What follows belongs to an exercise in optimizing a design on an open flow for small area, a short achievable clock period and few clock cycles per item; a production flow would make more cautious choices.
No run shown here included a check of the RTL's function; only the layout flow was run.

--- config.mk ---
export PLATFORM = sky130hd
export DESIGN_NAME = lg_enc
export DESIGN_NICKNAME = lg_enc
export VERILOG_FILES = /design/flow/design.v
export SDC_FILE = /design/flow/constraint.sdc
export NUM_CORES = 4
export LEC_CHECK = 0
export CAP_MARGIN = 20
export CORE_MARGIN = 2
export CORE_UTILIZATION = 55
export SLEW_MARGIN = 20
--- constraint.sdc ---
create_clock -name core_clock -period 35.0 [get_ports {clk}]
set_input_delay 7.0000 -clock core_clock [delete_from_list [all_inputs] [get_ports {clk}]]
set_output_delay 7.0000 -clock core_clock [all_outputs]
set_load 0.01 [all_outputs]
--- design.v ---
module lg_enc (
    input  wire        clk,
    input  wire        rst,           
    input  wire        cmd_valid,
    output wire        cmd_ready,
    input  wire [2:0]  cmd_ec,        
    input  wire        cmd_lossless,  
    input  wire        cmd_trg,
    input  wire        cmd_ev,
    input  wire [4:0]  cmd_pos,
    input  wire        cmd_load,      
    input  wire [11:0] cmd_pred1,
    input  wire [11:0] cmd_pred2,
    input  wire        smp_valid,
    output wire        smp_ready,
    input  wire [11:0] smp_data,
    output reg         out_valid,
    input  wire        out_ready,
    output reg  [31:0] out_data,
    output reg  [5:0]  out_len,
    output reg         out_last
);
    integer i;
    function [2:0] t5;
        input [3:0] x;
        begin
            case (x)
                4'd0: t5 = 3'd0;
                4'd1: t5 = 3'd1;
                4'd2: t5 = 3'd2;
                4'd3: t5 = 3'd3;
                4'd4: t5 = 3'd4;
                4'd5: t5 = 3'd0;
                4'd6: t5 = 3'd1;
                4'd7: t5 = 3'd2;
                4'd8: t5 = 3'd3;
                4'd9: t5 = 3'd4;
                4'd10: t5 = 3'd0;
                4'd11: t5 = 3'd1;
                4'd12: t5 = 3'd2;
                4'd13: t5 = 3'd3;
                4'd14: t5 = 3'd4;
                4'd15: t5 = 3'd0;
            endcase
        end
    endfunction
    function [3:0] t9;
        input [5:0] x;
        begin
            case (x)
                6'd0: t9 = 4'd0;
                6'd1: t9 = 4'd1;
                6'd2: t9 = 4'd2;
                6'd3: t9 = 4'd3;
                6'd4: t9 = 4'd4;
                6'd5: t9 = 4'd5;
                6'd6: t9 = 4'd6;
                6'd7: t9 = 4'd7;
                6'd8: t9 = 4'd8;
                6'd9: t9 = 4'd0;
                6'd10: t9 = 4'd1;
                6'd11: t9 = 4'd2;
                6'd12: t9 = 4'd3;
                6'd13: t9 = 4'd4;
                6'd14: t9 = 4'd5;
                6'd15: t9 = 4'd6;
                6'd16: t9 = 4'd7;
                6'd17: t9 = 4'd8;
                6'd18: t9 = 4'd0;
                6'd19: t9 = 4'd1;
                6'd20: t9 = 4'd2;
                6'd21: t9 = 4'd3;
                6'd22: t9 = 4'd4;
                6'd23: t9 = 4'd5;
                6'd24: t9 = 4'd6;
                6'd25: t9 = 4'd7;
                6'd26: t9 = 4'd8;
                6'd27: t9 = 4'd0;
                6'd28: t9 = 4'd1;
                6'd29: t9 = 4'd2;
                6'd30: t9 = 4'd3;
                6'd31: t9 = 4'd4;
                6'd32: t9 = 4'd5;
                6'd33: t9 = 4'd6;
                6'd34: t9 = 4'd7;
                6'd35: t9 = 4'd8;
                6'd36: t9 = 4'd0;
                6'd37: t9 = 4'd1;
                6'd38: t9 = 4'd2;
                6'd39: t9 = 4'd3;
                6'd40: t9 = 4'd4;
                6'd41: t9 = 4'd5;
                6'd42: t9 = 4'd6;
                6'd43: t9 = 4'd7;
                6'd44: t9 = 4'd8;
                6'd45: t9 = 4'd0;
                6'd46: t9 = 4'd1;
                6'd47: t9 = 4'd2;
                6'd48: t9 = 4'd3;
                6'd49: t9 = 4'd4;
                6'd50: t9 = 4'd5;
                6'd51: t9 = 4'd6;
                6'd52: t9 = 4'd7;
                6'd53: t9 = 4'd8;
                6'd54: t9 = 4'd0;
                6'd55: t9 = 4'd1;
                6'd56: t9 = 4'd2;
                6'd57: t9 = 4'd3;
                6'd58: t9 = 4'd4;
                6'd59: t9 = 4'd5;
                6'd60: t9 = 4'd6;
                6'd61: t9 = 4'd7;
                6'd62: t9 = 4'd8;
                6'd63: t9 = 4'd0;
            endcase
        end
    endfunction
    function [4:0] t17;
        input [7:0] x;
        begin
            case (x)
                8'd0: t17 = 5'd0;
                8'd1: t17 = 5'd1;
                8'd2: t17 = 5'd2;
                8'd3: t17 = 5'd3;
                8'd4: t17 = 5'd4;
                8'd5: t17 = 5'd5;
                8'd6: t17 = 5'd6;
                8'd7: t17 = 5'd7;
                8'd8: t17 = 5'd8;
                8'd9: t17 = 5'd9;
                8'd10: t17 = 5'd10;
                8'd11: t17 = 5'd11;
                8'd12: t17 = 5'd12;
                8'd13: t17 = 5'd13;
                8'd14: t17 = 5'd14;
                8'd15: t17 = 5'd15;
                8'd16: t17 = 5'd16;
                8'd17: t17 = 5'd0;
                8'd18: t17 = 5'd1;
                8'd19: t17 = 5'd2;
                8'd20: t17 = 5'd3;
                8'd21: t17 = 5'd4;
                8'd22: t17 = 5'd5;
                8'd23: t17 = 5'd6;
                8'd24: t17 = 5'd7;
                8'd25: t17 = 5'd8;
                8'd26: t17 = 5'd9;
                8'd27: t17 = 5'd10;
                8'd28: t17 = 5'd11;
                8'd29: t17 = 5'd12;
                8'd30: t17 = 5'd13;
                8'd31: t17 = 5'd14;
                8'd32: t17 = 5'd15;
                8'd33: t17 = 5'd16;
                8'd34: t17 = 5'd0;
                8'd35: t17 = 5'd1;
                8'd36: t17 = 5'd2;
                8'd37: t17 = 5'd3;
                8'd38: t17 = 5'd4;
                8'd39: t17 = 5'd5;
                8'd40: t17 = 5'd6;
                8'd41: t17 = 5'd7;
                8'd42: t17 = 5'd8;
                8'd43: t17 = 5'd9;
                8'd44: t17 = 5'd10;
                8'd45: t17 = 5'd11;
                8'd46: t17 = 5'd12;
                8'd47: t17 = 5'd13;
                8'd48: t17 = 5'd14;
                8'd49: t17 = 5'd15;
                8'd50: t17 = 5'd16;
                8'd51: t17 = 5'd0;
                8'd52: t17 = 5'd1;
                8'd53: t17 = 5'd2;
                8'd54: t17 = 5'd3;
                8'd55: t17 = 5'd4;
                8'd56: t17 = 5'd5;
                8'd57: t17 = 5'd6;
                8'd58: t17 = 5'd7;
                8'd59: t17 = 5'd8;
                8'd60: t17 = 5'd9;
                8'd61: t17 = 5'd10;
                8'd62: t17 = 5'd11;
                8'd63: t17 = 5'd12;
                8'd64: t17 = 5'd13;
                8'd65: t17 = 5'd14;
                8'd66: t17 = 5'd15;
                8'd67: t17 = 5'd16;
                8'd68: t17 = 5'd0;
                8'd69: t17 = 5'd1;
                8'd70: t17 = 5'd2;
                8'd71: t17 = 5'd3;
                8'd72: t17 = 5'd4;
                8'd73: t17 = 5'd5;
                8'd74: t17 = 5'd6;
                8'd75: t17 = 5'd7;
                8'd76: t17 = 5'd8;
                8'd77: t17 = 5'd9;
                8'd78: t17 = 5'd10;
                8'd79: t17 = 5'd11;
                8'd80: t17 = 5'd12;
                8'd81: t17 = 5'd13;
                8'd82: t17 = 5'd14;
                8'd83: t17 = 5'd15;
                8'd84: t17 = 5'd16;
                8'd85: t17 = 5'd0;
                8'd86: t17 = 5'd1;
                8'd87: t17 = 5'd2;
                8'd88: t17 = 5'd3;
                8'd89: t17 = 5'd4;
                8'd90: t17 = 5'd5;
                8'd91: t17 = 5'd6;
                8'd92: t17 = 5'd7;
                8'd93: t17 = 5'd8;
                8'd94: t17 = 5'd9;
                8'd95: t17 = 5'd10;
                8'd96: t17 = 5'd11;
                8'd97: t17 = 5'd12;
                8'd98: t17 = 5'd13;
                8'd99: t17 = 5'd14;
                8'd100: t17 = 5'd15;
                8'd101: t17 = 5'd16;
                8'd102: t17 = 5'd0;
                8'd103: t17 = 5'd1;
                8'd104: t17 = 5'd2;
                8'd105: t17 = 5'd3;
                8'd106: t17 = 5'd4;
                8'd107: t17 = 5'd5;
                8'd108: t17 = 5'd6;
                8'd109: t17 = 5'd7;
                8'd110: t17 = 5'd8;
                8'd111: t17 = 5'd9;
                8'd112: t17 = 5'd10;
                8'd113: t17 = 5'd11;
                8'd114: t17 = 5'd12;
                8'd115: t17 = 5'd13;
                8'd116: t17 = 5'd14;
                8'd117: t17 = 5'd15;
                8'd118: t17 = 5'd16;
                8'd119: t17 = 5'd0;
                8'd120: t17 = 5'd1;
                8'd121: t17 = 5'd2;
                8'd122: t17 = 5'd3;
                8'd123: t17 = 5'd4;
                8'd124: t17 = 5'd5;
                8'd125: t17 = 5'd6;
                8'd126: t17 = 5'd7;
                8'd127: t17 = 5'd8;
                8'd128: t17 = 5'd9;
                8'd129: t17 = 5'd10;
                8'd130: t17 = 5'd11;
                8'd131: t17 = 5'd12;
                8'd132: t17 = 5'd13;
                8'd133: t17 = 5'd14;
                8'd134: t17 = 5'd15;
                8'd135: t17 = 5'd16;
                8'd136: t17 = 5'd0;
                8'd137: t17 = 5'd1;
                8'd138: t17 = 5'd2;
                8'd139: t17 = 5'd3;
                8'd140: t17 = 5'd4;
                8'd141: t17 = 5'd5;
                8'd142: t17 = 5'd6;
                8'd143: t17 = 5'd7;
                8'd144: t17 = 5'd8;
                8'd145: t17 = 5'd9;
                8'd146: t17 = 5'd10;
                8'd147: t17 = 5'd11;
                8'd148: t17 = 5'd12;
                8'd149: t17 = 5'd13;
                8'd150: t17 = 5'd14;
                8'd151: t17 = 5'd15;
                8'd152: t17 = 5'd16;
                8'd153: t17 = 5'd0;
                8'd154: t17 = 5'd1;
                8'd155: t17 = 5'd2;
                8'd156: t17 = 5'd3;
                8'd157: t17 = 5'd4;
                8'd158: t17 = 5'd5;
                8'd159: t17 = 5'd6;
                8'd160: t17 = 5'd7;
                8'd161: t17 = 5'd8;
                8'd162: t17 = 5'd9;
                8'd163: t17 = 5'd10;
                8'd164: t17 = 5'd11;
                8'd165: t17 = 5'd12;
                8'd166: t17 = 5'd13;
                8'd167: t17 = 5'd14;
                8'd168: t17 = 5'd15;
                8'd169: t17 = 5'd16;
                8'd170: t17 = 5'd0;
                8'd171: t17 = 5'd1;
                8'd172: t17 = 5'd2;
                8'd173: t17 = 5'd3;
                8'd174: t17 = 5'd4;
                8'd175: t17 = 5'd5;
                8'd176: t17 = 5'd6;
                8'd177: t17 = 5'd7;
                8'd178: t17 = 5'd8;
                8'd179: t17 = 5'd9;
                8'd180: t17 = 5'd10;
                8'd181: t17 = 5'd11;
                8'd182: t17 = 5'd12;
                8'd183: t17 = 5'd13;
                8'd184: t17 = 5'd14;
                8'd185: t17 = 5'd15;
                8'd186: t17 = 5'd16;
                8'd187: t17 = 5'd0;
                8'd188: t17 = 5'd1;
                8'd189: t17 = 5'd2;
                8'd190: t17 = 5'd3;
                8'd191: t17 = 5'd4;
                8'd192: t17 = 5'd5;
                8'd193: t17 = 5'd6;
                8'd194: t17 = 5'd7;
                8'd195: t17 = 5'd8;
                8'd196: t17 = 5'd9;
                8'd197: t17 = 5'd10;
                8'd198: t17 = 5'd11;
                8'd199: t17 = 5'd12;
                8'd200: t17 = 5'd13;
                8'd201: t17 = 5'd14;
                8'd202: t17 = 5'd15;
                8'd203: t17 = 5'd16;
                8'd204: t17 = 5'd0;
                8'd205: t17 = 5'd1;
                8'd206: t17 = 5'd2;
                8'd207: t17 = 5'd3;
                8'd208: t17 = 5'd4;
                8'd209: t17 = 5'd5;
                8'd210: t17 = 5'd6;
                8'd211: t17 = 5'd7;
                8'd212: t17 = 5'd8;
                8'd213: t17 = 5'd9;
                8'd214: t17 = 5'd10;
                8'd215: t17 = 5'd11;
                8'd216: t17 = 5'd12;
                8'd217: t17 = 5'd13;
                8'd218: t17 = 5'd14;
                8'd219: t17 = 5'd15;
                8'd220: t17 = 5'd16;
                8'd221: t17 = 5'd0;
                8'd222: t17 = 5'd1;
                8'd223: t17 = 5'd2;
                8'd224: t17 = 5'd3;
                8'd225: t17 = 5'd4;
                8'd226: t17 = 5'd5;
                8'd227: t17 = 5'd6;
                8'd228: t17 = 5'd7;
                8'd229: t17 = 5'd8;
                8'd230: t17 = 5'd9;
                8'd231: t17 = 5'd10;
                8'd232: t17 = 5'd11;
                8'd233: t17 = 5'd12;
                8'd234: t17 = 5'd13;
                8'd235: t17 = 5'd14;
                8'd236: t17 = 5'd15;
                8'd237: t17 = 5'd16;
                8'd238: t17 = 5'd0;
                8'd239: t17 = 5'd1;
                8'd240: t17 = 5'd2;
                8'd241: t17 = 5'd3;
                8'd242: t17 = 5'd4;
                8'd243: t17 = 5'd5;
                8'd244: t17 = 5'd6;
                8'd245: t17 = 5'd7;
                8'd246: t17 = 5'd8;
                8'd247: t17 = 5'd9;
                8'd248: t17 = 5'd10;
                8'd249: t17 = 5'd11;
                8'd250: t17 = 5'd12;
                8'd251: t17 = 5'd13;
                8'd252: t17 = 5'd14;
                8'd253: t17 = 5'd15;
                8'd254: t17 = 5'd16;
                8'd255: t17 = 5'd0;
            endcase
        end
    endfunction
    function [4:0] addm;
        input [4:0] y, z;
        input [4:0] m;
        reg   [5:0] t;
        begin
            t = {1'b0, y} + {1'b0, z};
            addm = (t >= {1'b0, m}) ? (t[4:0] - m) : t[4:0];
        end
    endfunction
    function [1:0] add3;
        input [1:0] x, y;
        reg   [2:0] t;
        begin
            t = x + y;
            add3 = (t >= 3'd6) ? 2'd0 : ((t >= 3'd3) ? t[1:0] - 2'd3 : t[1:0]);
        end
    endfunction
    function [4:0] mod12;
        input [11:0] t;
        input [2:0]  a;
        reg   [1:0]  m3;
        reg   [4:0]  m5, m9, m17;
        begin
            m3  = add3(add3(add3(t[1:0], t[3:2]), add3(t[5:4], t[7:6])), add3(t[9:8], t[11:10]));
            m5  = addm(addm({2'd0, t5(t[3:0])}, {2'd0, t5(t[7:4])}, 5'd5), {2'd0, t5(t[11:8])}, 5'd5);
            m9  = addm({1'b0, t9(t[5:0])}, {1'b0, t9(t[11:6])}, 5'd9);
            m17 = addm(t17(t[7:0]), {1'b0, t[11:8]}, 5'd17);
            case (a)
                3'd1:    mod12 = {3'd0, m3};
                3'd2:    mod12 = m5;
                3'd3:    mod12 = m9;
                3'd4:    mod12 = m17;
                default: mod12 = 5'd0;
            endcase
        end
    endfunction
    function [4:0] subm;
        input [4:0] y, z, s;
        reg   [5:0] d;
        begin
            d = {1'b0, y} - {1'b0, z};
            subm = d[5] ? (d[4:0] + s) : d[4:0];
        end
    endfunction
    function [4:0] dblsub;
        input [4:0] y, z, s;
        reg   [6:0] d;
        begin
            d = {1'b0, y, 1'b0} - {2'b0, z};
            dblsub = d[6] ? (d[4:0] + s) : ((d[5:0] >= {1'b0, s}) ? (d[4:0] - s) : d[4:0]);
        end
    endfunction
    function [4:0] centre;
        input [4:0] w, s;
        input [3:0] e;
        begin
            centre = (w <= {1'b0, e}) ? w : (w - s);
        end
    endfunction
    reg         c_v;
    reg  [2:0]  c_a;        
    reg  [9:0]  c_hdr;      
    reg         c_load;
    reg  [11:0] c_p1, c_p2;
    reg         cr_o;       
    assign cmd_ready = cr_o;
    reg  [4:0]  j_in;       
    reg  [2:0]  ai;         
    reg         rdy;        
    reg         rdy_n;      
    reg  [1:0]  fcnt;       
    reg  [11:0] f0_x, f1_x;
    reg  [2:0]  f0_a, f1_a;
    reg         f0_first, f1_first;
    reg         s1_v;
    reg  [1:0]  s1_ph;      
    reg  [11:0] s1_x;
    reg  [4:0]  s1_rx;      
    reg  [9:0]  h_l;        
    reg  [9:0]  h_o;        
    reg         s2_v;
    reg  [12:0] s2_q;       
    reg  [2:0]  s2_a;
    reg         s3_v;
    reg  [12:0] s3_y;       
    reg  [2:0]  s3_a;
    reg         s4_v;
    reg  [12:0] s4_u;
    reg  [4:0]  j_w;        
    reg         a_valid;    
    reg  [4:0]  rd_f;       
    reg  [12:0] sr [0:31];
    reg  [12:0] hreg;
    reg         h_v;
    reg         hj;
    wire head_code = a_valid && !hj && !(h_v && rd_f == 5'd31);
    wire adv4  = (hj || !head_code || !h_v) && !(j_w == 5'd31 && a_valid);
    wire wr    = s4_v && adv4;
    wire dr    = !s4_v && (j_w == 5'd0) && a_valid && (hj || (head_code && !h_v));
    wire sh    = wr || dr;
    wire go3   = !s4_v || adv4;
    wire adv3  = s3_v && go3;
    wire go2   = !s3_v || go3;
    wire adv2  = s2_v && go2;
    wire go1   = !s2_v || go2;
    wire prep1 = s1_v && s1_ph[1];
    wire prep2 = s1_v && s1_ph[0];
    wire adv1  = s1_v && (s1_ph == 2'd0) && go1;
    wire free1 = !s1_v || adv1;
    wire pop   = (fcnt != 2'd0) && free1;
    assign smp_ready = !rdy_n;
    wire push  = smp_valid && rdy;
    reg  [11:0] x1, x2;
    reg  [2:0]  el;         
    reg  [3:0]  e_l;        
    wire [4:0]  s_l   = {e_l, 1'b1};                  
    wire [4:0]  c4095 = {1'b0, {4{e_l[3]}}};          
    reg  [4:0]  rho1;
    reg  [4:0]  rhop;
    wire [11:0] x1e = c_load ? c_p1 : x1;
    wire [11:0] x2e = c_load ? c_p2 : x2;
    wire [13:0] pp;
    ks_add #(14) u_pp (.a({1'b0, x1, 1'b0}), .b(~{2'b0, x2}), .ci(1'b1), .s(pp), .co());
    wire        p_neg = pp[13];
    wire        p_big = !pp[13] && pp[12];
    wire [11:0] mod_in = prep1 ? x1e : (prep2 ? pp[11:0] : f0_x);
    wire [2:0]  mod_a  = prep1 ? c_a : (prep2 ? el : f0_a);
    wire [4:0]  mod_o  = mod12(mod_in, mod_a);
    wire [4:0]  sg_0 = centre(subm(5'd0,  s1_rx, s_l), s_l, e_l);
    wire [4:0]  sg_c = centre(subm(c4095, s1_rx, s_l), s_l, e_l);
    wire [4:0]  sg_p = centre(subm(rhop,  s1_rx, s_l), s_l, e_l);
    wire [4:0]  sg   = p_neg ? sg_0 : (p_big ? sg_c : sg_p);
    wire [7:0]  xh    = s1_x[11:4];
    wire [7:0]  xh_p  = xh + 8'd1;
    wire [7:0]  xh_m  = xh - 8'd1;
    wire        xh_0  = (xh == 8'd0);
    wire        xh_f  = (xh == 8'hFF);
    wire [5:0]  lo_0  = {2'b0, s1_x[3:0]} + {sg_0[4], sg_0};
    wire [5:0]  lo_c  = {2'b0, s1_x[3:0]} + {sg_c[4], sg_c};
    wire [5:0]  lo_p  = {2'b0, s1_x[3:0]} + {sg_p[4], sg_p};
    wire        n_0 = lo_0[5] && xh_0;
    wire        n_c = lo_c[5] && xh_0;
    wire        n_p = lo_p[5] && xh_0;
    wire        b_0 = !lo_0[5] && lo_0[4] && xh_f;
    wire        b_c = !lo_c[5] && lo_c[4] && xh_f;
    wire        b_p = !lo_p[5] && lo_p[4] && xh_f;
    wire [5:0]  lo     = p_neg ? lo_0 : (p_big ? lo_c : lo_p);
    wire        xu_neg = p_neg ? n_0 : (p_big ? n_c : n_p);
    wire        xu_big = p_neg ? b_0 : (p_big ? b_c : b_p);
    wire [7:0]  xu_h   = lo[5] ? xh_m : (lo[4] ? xh_p : xh);
    wire [11:0] xr     = xu_neg ? 12'd0 : (xu_big ? 12'd4095 : {xu_h, lo[3:0]});
    wire [4:0]  rn_0 = dblsub(5'd0,  rho1, s_l);
    wire [4:0]  rn_c = dblsub(c4095, rho1, s_l);
    wire [4:0]  rn_p = dblsub(rhop,  rho1, s_l);
    wire        r1_0 = xu_neg || (!xu_big && p_neg);
    wire        r1_c = !xu_neg && (xu_big || (!p_neg && p_big));
    wire [4:0]  rho1_n = r1_0 ? 5'd0 : (r1_c ? c4095 : rhop);
    wire [4:0]  rhop_n = r1_0 ? rn_0 : (r1_c ? rn_c : rn_p);
    wire [12:0] xmp  = p_neg ? {1'b0, s1_x} : (p_big ? ({1'b0, s1_x} - 13'd4095) : ({1'b0, s1_x} - {1'b0, pp[11:0]}));
    wire [12:0] v    = xmp + {{8{sg[4]}}, sg};
    wire [12:0] y0 = s2_q - (s2_q << s2_a);
    wire [12:0] y1 = y0 + (y0 << {s2_a, 1'b0});
    wire [12:0] y2 = s3_y + ((s3_a == 3'd4) ? 13'd0 : (s3_y << {s3_a, 2'b0}));
    wire [12:0] y3 = y2 + ((s3_a == 3'd1) ? (y2 << 8) : 13'd0);
    wire [12:0] q  = (s3_a == 3'd0) ? s3_y : y3;
    wire [12:0] u  = {q[11:0], 1'b0} ^ {13{q[12]}};
    reg  [12:0] mem [0:31];
    reg  [5:0]  rc  [0:12];     
    function [5:0] rc_add;
        input [5:0] base;
        input [5:0] b;
        input       ci;
        input       ovf;
        reg   [6:0] c;
        reg   [5:0] sm;
        integer k;
        begin
            c[0] = ci;
            for (k = 0; k < 6; k = k + 1) begin
                sm[k]  = base[k] ^ b[k] ^ c[k];
                c[k+1] = (base[k] & b[k]) | (base[k] & c[k]) | (b[k] & c[k]);
            end
            rc_add = (ovf || c[6]) ? 6'd63 : sm;
        end
    endfunction
    wire [18:0] ux = {6'd0, s4_u};
    reg  [5:0]  rc_n [0:12];
    always @* begin
        for (i = 0; i < 12; i = i + 1)
            rc_n[i] = rc_add((j_w == 5'd0) ? 6'd0 : rc[i], ux[i+1 +: 6], s4_u[i], (ux >> (i + 7)) != 19'd0);
        rc_n[12] = ((j_w == 5'd0) ? 6'd0 : rc[12]) + {5'd0, s4_u[12]};
    end
    reg  [3:0]  k_c;
    reg  [5:0]  sl [0:11];
    always @* begin
        k_c = 4'd12;
        for (i = 11; i >= 0; i = i - 1)
            if (!rc[i][5] || rc[i][4:0] == 5'd0)
                k_c = i[3:0];
        for (i = 0; i < 12; i = i + 1)
            sl[i] = rc[i][5] ? 6'd32 : rc[i];
    end
    wire [8:0] lsum = {3'd0, rc[12]} + sl[0] + sl[1] + sl[2] + sl[3] + sl[4] + sl[5]
                    + sl[6] + sl[7] + sl[8] + sl[9] + sl[10] + sl[11];
    wire       raw_c = lsum > 9'd384;
    reg         k_valid;
    reg  [3:0]  k_r;
    reg         raw_r;
    wire [3:0]  k_u   = k_valid ? k_r : k_c;
    wire        raw_u = k_valid ? raw_r : raw_c;
    reg         hdr_pend;    
    reg         cur_v;
    reg  [12:0] cur_ones;    
    reg         cur_fits;    
    reg  [5:0]  cur_len;     
    reg  [12:0] cur_dat;     
    reg         cur_raw;
    reg         cur_last;
    reg  [3:0]  cur_k;
    wire [12:0] uf      = h_v ? hreg : sr[31];
    wire [24:0] rot     = {12'd0, uf} << (4'd12 - k_u);
    wire [12:0] ones_f  = rot[24:12];
    wire [13:0] tail_f  = {1'b0, ones_f} + {10'd0, k_u} + 14'd1;
    wire [12:0] raw13   = uf[0] ? ~{1'b0, uf[12:1]} : {1'b0, uf[12:1]};
    wire [15:0] header  = {raw_u ? 4'd14 : k_u, h_o[9:7], h_o[6], h_o[5], 2'b00, h_o[4:0]};
    reg         sk_v;
    reg  [31:0] sk_data;
    reg  [5:0]  sk_len;
    reg         sk_last;
    wire can_emit = !out_valid || out_ready;
    wire go       = !sk_v;
    wire b_v      = cur_v || (hdr_pend && a_valid);
    wire send_hdr = go && !cur_v && hdr_pend && a_valid;
    wire consume  = go && cur_v && cur_fits;
    wire f_go     = (h_v || head_code) && (cur_v ? (cur_fits && !hdr_pend) : 1'b1);
    wire f_st     = (h_v || head_code) && !cur_v && !hdr_pend;
    wire fetch    = go ? f_go : f_st;
    wire signed [33:0] yv = {2'b10, cur_dat[12:1], 20'd0};
    wire [33:0] ysh     = yv >>> cur_ones[4:0];
    wire [5:0]  lng_len = (cur_ones >= 13'd32) ? 6'd32 : cur_ones[5:0];
    wire [12:0] ones_l  = cur_ones - {7'd0, lng_len};
    wire [13:0] tail_l  = {1'b0, ones_l} + {10'd0, cur_k} + 14'd1;
    reg  [31:0] b_data;
    reg  [5:0]  b_len;
    always @* begin
        if (!cur_v) begin
            b_data = {header, 16'd0};
            b_len  = 6'd16;
        end else if (cur_fits) begin
            b_data = cur_raw ? {cur_dat, 19'd0} : ysh[32:1];
            b_len  = cur_len;
        end else begin
            b_data = 32'hFFFF_FFFF;
            b_len  = lng_len;
        end
    end
    always @(posedge clk) begin
        if (sh) begin
            sr[0] <= s4_u;
            for (i = 1; i < 32; i = i + 1)
                sr[i] <= sr[i-1];
        end
        if (!h_v && head_code && sh && !fetch)
            hreg <= sr[31];
        if (wr)
            for (i = 0; i < 13; i = i + 1)
                rc[i] <= rc_n[i];
        if (!c_v) begin
            c_a    <= (cmd_lossless || cmd_ec > 3'd4) ? 3'd0 : cmd_ec;
            c_hdr  <= {cmd_lossless ? 3'd0 : cmd_ec, cmd_trg, cmd_ev,
                       (cmd_trg | cmd_ev) ? cmd_pos : 5'd0};
            c_load <= cmd_load;
            c_p1   <= cmd_pred1;
            c_p2   <= cmd_pred2;
        end
        if (j_in == 5'd0)
            ai <= c_a;
        if (fcnt == 2'd0 || (fcnt == 2'd1 && pop)) begin
            f0_x     <= smp_data;
            f0_a     <= (j_in == 5'd0) ? c_a : ai;
            f0_first <= (j_in == 5'd0);
        end else if (pop) begin
            f0_x     <= f1_x;
            f0_a     <= f1_a;
            f0_first <= f1_first;
        end
        if (rdy) begin
            f1_x     <= smp_data;
            f1_a     <= (j_in == 5'd0) ? c_a : ai;
            f1_first <= (j_in == 5'd0);
        end
        if (pop) begin
            s1_x  <= f0_x;
            s1_rx <= mod_o;
        end
        if (prep1)
            h_l <= c_hdr;
        if (j_in == 5'd31)
            h_o <= h_l;
        if (adv1) begin
            s2_q <= v;
            s2_a <= el;
        end
        if (adv2) begin
            s3_y <= (s2_a == 3'd0) ? s2_q : y1;
            s3_a <= s2_a;
        end
        if (adv3)
            s4_u <= u;
        if (k_valid == 1'b0) begin
            k_r   <= k_c;
            raw_r <= raw_c;
        end
        if (can_emit) begin
            out_data <= sk_v ? sk_data : b_data;
            out_len  <= sk_v ? sk_len  : b_len;
            out_last <= sk_v ? sk_last : (cur_v && cur_fits && cur_last);
        end
        if (!sk_v) begin
            sk_data <= b_data;
            sk_len  <= b_len;
            sk_last <= cur_v && cur_fits && cur_last;
        end
        if (fetch) begin
            cur_ones <= ones_f;
            cur_fits <= raw_u || (tail_f <= 14'd32);
            cur_len  <= raw_u ? 6'd13 : tail_f[5:0];
            cur_dat  <= raw_u ? raw13 : {rot[11:0], 1'b0};
            cur_raw  <= raw_u;
            cur_last <= (rd_f == 5'd31);
            cur_k    <= k_u;
        end else if (go && cur_v && !cur_fits) begin
            cur_ones <= ones_l;
            cur_fits <= tail_l <= 14'd32;
            cur_len  <= tail_l[5:0];
        end
        if (rst) begin
            c_v       <= 1'b0;
            j_in      <= 5'd0;
            rdy       <= 1'b0;
            fcnt      <= 2'd0;
            s1_v      <= 1'b0;
            s1_ph     <= 2'd0;
            s2_v      <= 1'b0;
            s3_v      <= 1'b0;
            s4_v      <= 1'b0;
            j_w       <= 5'd0;
            x1        <= 12'd2048;
            x2        <= 12'd2048;
            el        <= 3'd0;
            e_l       <= 4'd0;
            rho1      <= 5'd0;
            rhop      <= 5'd0;
            a_valid   <= 1'b0;
            rd_f      <= 5'd0;
            h_v       <= 1'b0;
            hj        <= 1'b0;
            k_valid   <= 1'b0;
            hdr_pend  <= 1'b0;
            cur_v     <= 1'b0;
            out_valid <= 1'b0;
            sk_v      <= 1'b0;
            cr_o      <= 1'b1;
            rdy_n     <= 1'b1;
        end else begin
            if (!c_v)
                c_v <= cmd_valid;
            else if (prep1)
                c_v <= 1'b0;
            j_in <= j_in + {4'd0, push};
            fcnt <= fcnt + {1'b0, push} - {1'b0, pop};
            rdy  <= (fcnt + {1'b0, rdy} - {1'b0, pop} < 2'd2) &&
                    ((c_v && !prep1) || (j_in != 5'd0 && j_in != 5'd31));
            rdy_n <= !((fcnt + {1'b0, rdy} - {1'b0, pop} < 2'd2) &&
                       ((c_v && !prep1) || (j_in != 5'd0 && j_in != 5'd31)));
            if (pop) begin
                s1_v  <= 1'b1;
                s1_ph <= {f0_first, 1'b0};
            end else if (adv1) begin
                s1_v  <= 1'b0;
            end
            if (prep1) begin
                s1_ph <= 2'd1;
                el    <= c_a;
                e_l   <= (c_a == 3'd0) ? 4'd0 : (4'd1 << (c_a - 3'd1));
                x1    <= x1e;
                x2    <= x2e;
                rho1  <= mod_o;
            end
            if (prep2) begin
                s1_ph <= 2'd0;
                rhop  <= mod_o;
            end
            if (adv1) begin
                x2   <= x1;
                x1   <= xr;
                rho1 <= rho1_n;
                rhop <= rhop_n;
            end
            if (adv1)
                s2_v <= 1'b1;
            else if (adv2)
                s2_v <= 1'b0;
            if (adv2)
                s3_v <= 1'b1;
            else if (adv3)
                s3_v <= 1'b0;
            if (adv3)
                s4_v <= 1'b1;
            else if (wr)
                s4_v <= 1'b0;
            if (wr) begin
                j_w <= j_w + 5'd1;
                if (j_w == 5'd31) begin
                    a_valid  <= 1'b1;
                    rd_f     <= 5'd0;
                    k_valid  <= 1'b0;
                    hdr_pend <= 1'b1;
                end
            end
            if (a_valid)
                k_valid <= 1'b1;
            if (send_hdr)
                hdr_pend <= 1'b0;
            if (h_v) begin
                if (fetch)
                    h_v <= 1'b0;
            end else if (head_code && sh && !fetch) begin
                h_v <= 1'b1;
            end
            if (sh)
                hj <= 1'b0;
            else if (!h_v && head_code && fetch)
                hj <= 1'b1;
            if (wr && j_w == 5'd31)
                hj <= 1'b0;
            if (fetch) begin
                rd_f <= rd_f + 5'd1;
                if (rd_f == 5'd31)
                    a_valid <= 1'b0;
            end
            if (fetch)
                cur_v <= 1'b1;
            else if (consume)
                cur_v <= 1'b0;
            if (can_emit)
                out_valid <= sk_v || b_v;
            if (sk_v)
                sk_v <= !can_emit;
            else
                sk_v <= b_v && !can_emit;
            cr_o <= c_v ? prep1 : !cmd_valid;
        end
    end
endmodule
module ks_add #(parameter W = 8) (
    input  wire [W-1:0] a,
    input  wire [W-1:0] b,
    input  wire         ci,
    output wire [W-1:0] s,
    output wire         co
);
    reg [W-1:0] g, p, gn, pn, c;
    integer i, d;
    always @* begin
        g = a & b;
        p = a ^ b;
        g[0] = g[0] | (p[0] & ci);
        for (d = 1; d < W; d = d * 2) begin
            gn = g;
            pn = p;
            for (i = d; i < W; i = i + 1) begin
                gn[i] = g[i] | (p[i] & g[i-d]);
                pn[i] = p[i] & p[i-d];
            end
            g = gn;
            p = pn;
        end
        c = {g[W-2:0], ci};
    end
    assign s  = a ^ b ^ c;
    assign co = g[W-1];
endmodule
--- flow/run.sh ---
#!/bin/bash
# The standard layout, with two changes to how it is made:
#  - the port buffers are sky130_fd_sc_hd__buf_4 instead of the default pick
#    (a delay buffer);
#  - clock tree synthesis runs without dummy loads.
# make's full output goes to flow_make.log; ORFS keeps each step's log under
# orfs/logs.
set -euo pipefail
export BUFFER_PORTS_ARGS="-buffer_cell sky130_fd_sc_hd__buf_4"
export CTS_ARGS="-sink_clustering_enable -repair_clock_nets -dont_use_dummy_load"
bash standard.sh > flow_make.log 2>&1
--- standard.sh ---
#!/bin/bash
# synth_recipe.tcl (not shown) runs the flow's synth.tcl, then flattens the netlist and writes it again
# the make line also repeats each setting of config.mk as NAME=value (left out here)
make -C /OpenROAD-flow-scripts/flow DESIGN_CONFIG=/design/flow/config.mk WORK_HOME=/design/flow/orfs CLKGATE_MAP_FILE= SYNTH_SCRIPT=/design/flow/synth_recipe.tcl "${@:-finish}"
==> results of run 1 <==
## metrics by stage
step           area, sq um  worst slack [ps]  instances
4_1_cts              53010             26760       5549
2_1_floorplan        48850             18320       4316
6_report             53040             26820       5550
5_1_grt              53040             26580       5550
3_5_place_dp         50780             26520       5460
3_3_place_gp         50780             26480       5460
## placed cells by master, fill, tap and decap left out, types with 49 or more instances in the layout
master	netlist	layout
xor2_1	69	69
mux2i_1	98	97
ha_1	270	270
nand3_1	53	53
mux2_2	57	57
nor2b_1	72	71
nor3_1	60	58
nand2_1	321	321
o21ai_0	243	242
a21oi_1	291	289
xnor2_1	116	116
nand2b_1	114	113
dfxtp_1	123	121
inv_1	264	263
or2_2	52	52
clkbuf_16	0	89
a211oi_1	66	66
nor2_1	344	344
a21o_1	49	49
and2_1	77	77
fa_1	150	150
edfxtp_1	737	737
buf_4	1	149
## flip-flops by register name (all words and copies together) (netlist names), 13 cells and up
| register | count |
|---|---|
| cur_dat | 13 |
| cur_ones | 13 |
| hreg | 13 |
| out_data | 32 |
| rc | 78 |
| s2_q | 13 |
| s3_y | 13 |
| s4_u | 13 |
| sk_data | 32 |
| sr | 416 |
## worst max path at each step
stage | cells past startpoint | slack, ps | start | to
finish | 1 | 26820 | out_data[31]$_DFFE_PN_ | out_data[31]
global route | 29 | 26580 | s1_ph[1]$_SDFFE_PP0P_ | rho1[0]$_SDFFE_PP0P_
CTS | 1 | 26760 | out_data[31]$_DFFE_PN_ | out_data[31]
detailed placement | 6 | 26520 | rst | rhop[2]$_SDFFE_PP0P_
global placement | 6 | 26480 | rst | rhop[2]$_SDFFE_PP0P_
floorplan | 8 | 18320 | j_w[0]$_SDFFE_PP0P_ | hreg[0]$_DFFE_PP_
## routing by layer
metal / track usage / vias up / wire length (um) / part of all wire
li1: - / 15700 / - / -
met1: 0.3634 / 15650 / 52550 / 0.48
met2: 0.3834 / 745 / 50640 / 0.46
met3: 0.03002 / 115 / 4860 / 0.044
met4: 0.05245 / 0 / 1898 / 0.017
met5: 0 / - / 0 / 0
## logic make-up (layout without fill, tap and decap cells)
logic type      after synthesis  after routing  synth area share
mux                         173            173           0.04037
compound gates             1002           1002            0.1312
fa+ha+maj                   421            421            0.1308
flops                       860            860            0.5034
simple gates               1226           1226            0.1232
buf+inv                     444            513           0.03609
xor+xnor                    189            189           0.03473
other cells                   1              1        0.00007676
## cell usage after synthesis, types with 60 or more instances
cell type    n
a21oi_1    291
mux2i_1     98
fa_1       150
ha_1       270
a211oi_1    66
nor3_1      60
nand2_1    321
nand2b_1   114
edfxtp_1   737
xnor2_1    116
clkbuf_1   127
o21ai_0    243
nor2b_1     72
inv_1      264
and2_1      77
dfxtp_1    123
xor2_1      69
nor2_1     344
## layout make-up
cell class,count,area share
Sequential cell,860,0.4638
Multi-Input combinational cell,3012,0.4259
Clock buffer,89,0.04199
Tap cell,1165,0.02748
Timing Repair Buffer,150,0.02147
Inverter,274,0.01939
==> qor.yml, run 1 <==
run_status:
  status: "no timing/DRC/antenna violations"
route:
  drtIter0Drc: 2478
  wl_per_cell_um: 19.81
  totalWireLength_um: 110000
  drc: 0
  routed-via-count: 32210
  drtAntennaViolNets: 0
  vias_per_cell: 5.803
  dr.pass1.iters: 7
timing:
  rsz0062_at_grt: "false"
  setup_viol: 0
  final_max_slew_viol_count: 0
  finalHoldViolations: 0
  finalCritPeriodShare: 0.2338
  tns_ps: 0
  whs_ps: 384.3
  skew_ps: 52.36
  fmax_mhz: 122.2
  worst_pin_slew_ps: 1086
  min_period_ps: 8181
  relSlewSlack: 0.2758
clock_tree:
  cts_hold_buf: 0
  cts_max_path_buffers: 3
  clock-root-buffer: "clkbuf_16"
  path_clk_slew_ps: 60
  htreeDepth: 3
  clk_latency_ps: 640
  cts_resized: 0
  cts_tree: "yes"
  clkSinkCount: 860
  numCtsBuffers: 89
  post_cts_buffers: 0
global_route:
  grtUsageTotal: 0.2433
  grt_overflow: 0
  antenna_found_initial: 0
  grt_pass1_wl_um: 173600
  first_global_vias: 30700
  grt_max_degree: 91
setup_path:
  cp-start-kind: "register"
  r2r-end: "rhop[2]$_SDFFE_PP0P_"
  path_delay_family: "flip-flops"
  worstPathCellList: "buf_4"
  crit_slowest_cell: "edfxtp_1"
  worstSetupPathType: "register to output pin"
  cpPeakStageDelay_ps: 380
  end_kind: "output pin"
  worst-r2r-cell-count: 25
  worstPathArrival_ps: 1180
  critPathMaxFanout: 1
  cp.required_ps: 28000
  r2r-start: "c_load$_DFFE_PN_"
  crit_buf_inv: 1
  r2r_slack_ps: 27230
logic_synthesis:
  syn_area_per_cell_sq_um: 11.32
  synth_edf_count: 737
  synth_fp_nets: 4789
  ys_seq_elements: 860
  synth_top_cell_by_area: "edfxtp_1"
  ys.flop_type: "edfxtp_1"
  synth_top_area_frac: 0.4530
  ys_seq_area_frac: 0.5034
  synth_area_leaders: "edfxtp_1 45%, ha_1 6.9%, fa_1 6.1%, dfxtp_1 5.0%, a21oi_1 3.0%"
  async_flop_share: 0
  synth.lib_cells_used.distinct: 121
  synth_area_sq_um: 48850
  synth_cells: 4316
  yosysWarnings: 6
placement:
  hpwl_um: 79970
  place_congestion: 0.8966
  io_buffer_count: 94
floorplanning:
  num_rows: 109
  initial_core_util: 0.5536
  die_w_um: 302.0
  die_area_sq_um: 91220
  die_h_um: 302.0
  core_sq_um: 88240
  num_io_pins: 95
finish:
  regArea_sq_um: 24600
  layout.nets: 4860
  area_growth_syn_to_layout_pct: 8.568
  antenna_cells: 0
  fin_util: 0.6011
  fillers: 7291
  drive_gt1_frac: 0.09943
  multi_input_area_sq_um: 22590
worst_hold_path:
  hold_end: "sr[1][11]$_DFFE_PN_"
  hold_start: "sr[0][11]$_DFFE_PN_"
  hold_depth: 0
  hold_class: "register to register"
job:
  cap_violations: 0
==> run 2, diff against run 1 <==
--- a/design.v
+++ b/design.v
@@ -484,6 +484,8 @@
     wire adv2  = s2_v && go2;
     wire go1   = !s2_v || go2;
     wire prep1 = s1_v && s1_ph[1];
+    wire skip  = pop && f0_first && !c_load && (c_a == el);
+    wire take  = prep1 || skip;
     wire prep2 = s1_v && s1_ph[0];
     wire adv1  = s1_v && (s1_ph == 2'd0) && go1;
     wire free1 = !s1_v || adv1;
@@ -673,7 +675,7 @@
             s1_x  <= f0_x;
             s1_rx <= mod_o;
         end
-        if (prep1)
+        if (take)
             h_l <= c_hdr;
         if (j_in == 5'd31)
             h_o <= h_l;
@@ -745,17 +747,17 @@
         end else begin
             if (!c_v)
                 c_v <= cmd_valid;
-            else if (prep1)
+            else if (take)
                 c_v <= 1'b0;
             j_in <= j_in + {4'd0, push};
             fcnt <= fcnt + {1'b0, push} - {1'b0, pop};
             rdy  <= (fcnt + {1'b0, rdy} - {1'b0, pop} < 2'd2) &&
-                    ((c_v && !prep1) || (j_in != 5'd0 && j_in != 5'd31));
+                    ((c_v && !take) || (j_in != 5'd0 && j_in != 5'd31));
             rdy_n <= !((fcnt + {1'b0, rdy} - {1'b0, pop} < 2'd2) &&
-                       ((c_v && !prep1) || (j_in != 5'd0 && j_in != 5'd31)));
+                       ((c_v && !take) || (j_in != 5'd0 && j_in != 5'd31)));
             if (pop) begin
                 s1_v  <= 1'b1;
-                s1_ph <= {f0_first, 1'b0};
+                s1_ph <= {f0_first && !skip, 1'b0};
             end else if (adv1) begin
                 s1_v  <= 1'b0;
             end
@@ -829,7 +831,7 @@
                 sk_v <= !can_emit;
             else
                 sk_v <= b_v && !can_emit;
-            cr_o <= c_v ? prep1 : !cmd_valid;
+            cr_o <= c_v ? take : !cmd_valid;
         end
     end
 endmodule
--- a/config.mk
+++ b/config.mk
@@ -7,5 +7,5 @@
 export LEC_CHECK = 0
 export CAP_MARGIN = 20
 export CORE_MARGIN = 2
-export CORE_UTILIZATION = 55
+export CORE_UTILIZATION = 40
 export SLEW_MARGIN = 20
==> run 2 against run 1 <==
- still clean on timing, DRC and antenna
- clock skew increased by 21 ps
- critical path depth did not move
- final area up 1.2%
- maximum frequency decreased by 1.1%
- register-to-register slack got worse by 350 ps
- first-iteration DRC count increased by 3.5%
- non-clock buffer count down 1
- hold slack got worse by 9.5 ps
- worst setup slack lost 88 ps
- largest cell class unchanged
- highest routed layer unchanged
==> qor.yml, run 2 <==
clock_tree:
  cts_resized: 0  # unchanged
  post_cts_buffers: 0  # unchanged
  cts_tree: "yes"
  htreeDepth: 3  # unchanged
  cts_hold_buf: 0  # unchanged
  clk_latency_ps: 680  # +40 ps
  path_clk_slew_ps: 60  # about the same
  cts_max_path_buffers: 3  # unchanged
  numCtsBuffers: 91  # +2.2%
  clkSinkCount: 860  # unchanged
  clock-root-buffer: "clkbuf_16"
route:
  dr.pass1.iters: 6  # -1
  totalWireLength_um: 109800  # -0.18%
  drtAntennaViolNets: 0  # unchanged
  vias_per_cell: 5.403  # -6.9%
  drc: 0  # unchanged
  drtIter0Drc: 2565  # +3.5%
  routed-via-count: 32560  # +1.1%
  wl_per_cell_um: 18.22  # -8.0%
worst_hold_path:
  hold_class: "register to register"
job:
  cap_violations: 0  # unchanged
setup_path:
  crit_slowest_cell: "dfxtp_1"
  cpPeakStageDelay_ps: 440  # +60 ps
  r2r-end: "rhop[2]$_SDFFE_PP0P_"
  cp.depth: 1  # unchanged
  critPathCapture: "out_valid"
  worstSetupPathType: "register to output pin"
  end_kind: "output pin"
  cp.required_ps: 28000  # about the same
  cp-start-kind: "register"
  critPathMaxFanout: 2  # +1
  worstPathCellList: "buf_4"
  r2r-start: "x2[1]$_SDFFE_PP0P_"
  crit_buf_inv: 1  # unchanged
  worst-r2r-cell-count: 30  # +20%
  path_delay_family: "flip-flops"
  worstPathArrival_ps: 1270  # +90 ps
  crit_start: "out_valid$_SDFFE_PP0N_"
  r2r_slack_ps: 26880  # -350 ps
floorplanning:
  core_sq_um: 121600  # +38%
  die_w_um: 353.5  # +17%
  die_area_sq_um: 125000  # +37%
  initial_core_util: 0.4021  # -0.1516
  die_h_um: 353.5  # +17%
  num_rows: 128  # +17%
  num_io_pins: 95  # unchanged
logic_synthesis:
  ys_seq_elements: 860  # unchanged
  synth_fp_nets: 4814  # +0.52%
  ys.flop_type: "edfxtp_1"
  synth_area_leaders: "edfxtp_1 45%, ha_1 6.9%, fa_1 6.1%, dfxtp_1 5.0%, nand2_1 2.8%"
  ys_seq_area_frac: 0.5032  # about the same
  yosysMostFrequentCell: "edfxtp_1"
  synth_top_area_frac: 0.4528  # about the same
  synth_cells: 4341  # +0.58%
  synth.lib_cells_used.distinct: 97  # -20%
  syn_area_per_cell_sq_um: 11.26  # -0.53%
  synth_edf_count: 737  # unchanged
  async_flop_share: 0  # unchanged
  yosysWarnings: 6  # unchanged
  synth_top_cell_by_area: "edfxtp_1"
  synth_common_cells: "737 x edfxtp_1, 363 x nand2_1, 306 x nor2_1, 270 x ha_1"
  synth_area_sq_um: 48870  # about the same
timing:
  rsz0062_at_grt: "false"
  finalCritPeriodShare: 0.2363  # +0.002529
  setup_viol: 0  # unchanged
  final_max_slew_viol_count: 0  # unchanged
  tns_ps: 0  # unchanged
  worst_pin_slew_ps: 1096  # +9.460 ps
  relSlewSlack: 0.2695  # -0.006306
  min_period_ps: 8270  # +88.50 ps
  skew_ps: 73.41  # +21.05 ps
  finalHoldViolations: 0  # unchanged
  fmax_mhz: 120.9  # -1.1%
placement:
  place_congestion: 0.8935  # -0.35%
  postPlaceCellArea_sq_um: 51400  # +1.2%
  io_buffer_count: 94  # unchanged
  hpwl_um: 77660  # -2.9%
run_status:
  status: "no timing/DRC/antenna violations"
finish:
  area_growth_syn_to_layout_pct: 9.846
  layout_commonest_cell: "edfxtp_1"
  largest_register_ffs: 416  # unchanged
  final_area_sq_um: 53690  # +1.2%
  regMostFlops: "sr"
  fillers: 11200  # +54%
  antenna_cells: 0  # unchanged
  top_regs: "sr x416, rc x78"
  fin_util: 0.4416  # -0.1594
  drive_gt1_frac: 0.09023  # -0.009203
  final_cell_mix: "737 x edfxtp_1, 363 x nand2_1, 305 x nor2_1"
  layout.nets: 4875  # +0.31%
global_route:
  grt_max_degree: 197  # +120%
  antenna_found_initial: 0  # unchanged
  grt_overflow: 0  # unchanged
  grt_pass1_wl_um: 175100  # +0.84%
  first_global_vias: 31540  # +2.7%
  grtUsageTotal: 0.1740  # -0.06935
[run 2: cell type report]
cell class                      count  area [sq um]  share of cell area
Tap cell                         1625          2033             0.03787
Multi-Input combinational cell   3029         22630              0.4215
Clock buffer                       91          2277             0.04242
Sequential cell                   860         24600              0.4582
Timing Repair Buffer              149          1129             0.02102
Inverter                          271          1020             0.01899
[run 2: stage by stage]
stage	hold slack, ps	cells	setup WS, ps
after floorplan	400.3	4341	18320
after global placement	400.2	5932	26520
after detailed placement	404.5	5933	26520
after CTS	366.6	6024	26680
after global routing	388.5	6025	26230
final	374.8	6025	26730
[run 2: kinds of logic (layout without fill, tap and decap cells)]
group	after synthesis	after routing	synth area share
simple gates	1226	1226	0.1220
compound gates	992	992	0.1298
flops	860	860	0.5032
buf+inv	452	511	0.03541
fa+ha+maj	421	421	0.1308
xor+xnor	203	203	0.03669
mux	186	186	0.04199
other cells	1	1	0.00007673
[run 2: worst min-delay path by stage]
| stage | from | to | slack [ps] | cells past startpoint |
|---|---|---|---|---|
| after floorplan | c_hdr[0]$_SDFFCE_PN0N_ | h_l[0]$_DFFE_PN_ | 400 | 0 |
| after global placement | sr[23][2]$_DFFE_PN_ | sr[24][2]$_DFFE_PN_ | 400 | 0 |
| after detailed placement | sr[11][1]$_DFFE_PN_ | sr[12][1]$_DFFE_PN_ | 400 | 0 |
| after CTS | sr[7][11]$_DFFE_PN_ | sr[8][11]$_DFFE_PN_ | 370 | 0 |
| after global routing | sr[7][2]$_DFFE_PN_ | sr[8][2]$_DFFE_PN_ | 390 | 0 |
| final | sr[7][11]$_DFFE_PN_ | sr[8][11]$_DFFE_PN_ | 370 | 0 |
[run 2: routing by layer]
layer	vias to the layer above	wire length [um]	track usage
li1	15800	-	-
met1	15780	52180	0.2494
met2	785	49190	0.2718
met3	193	5150	0.02552
met4	0	3238	0.05506
met5	-	0	0

==> afterwards: timing with drivers on the ports <==
The results above use ideal ports. As a check the final layouts listed here were re-extracted and re-timed, cells and wires unchanged. Step 1, drivers: a clkbuf_16 drives clk and a buf_2 each remaining input, both assumed. Step 2 times the ports against the registers' clock, not the clock port: input delays grow and output delays shrink by t, the midpoint of the rising clock arrivals with the driver on. Slacks: ideal / step 1 / step 2; pairs: ideal / step 1.
| run | shift t [ns] | slack for setup (ns) | worst data-port slew with drivers (ns) | pins driven straight from the clock port |
|---|---|---|---|---|
| run 1 | 0.691 | 26.819 / 26.749 / 26.423 | 0.07 | 1 |
| run 2 | 0.715 | 26.730 / 26.667 / 26.532 | 0.05 | 1 |
After both steps every run listed still meets setup and hold. For run 1, which loses most, drivers alone change the setup slack by -0.070 ns; drivers and shift together by -0.396 ns.
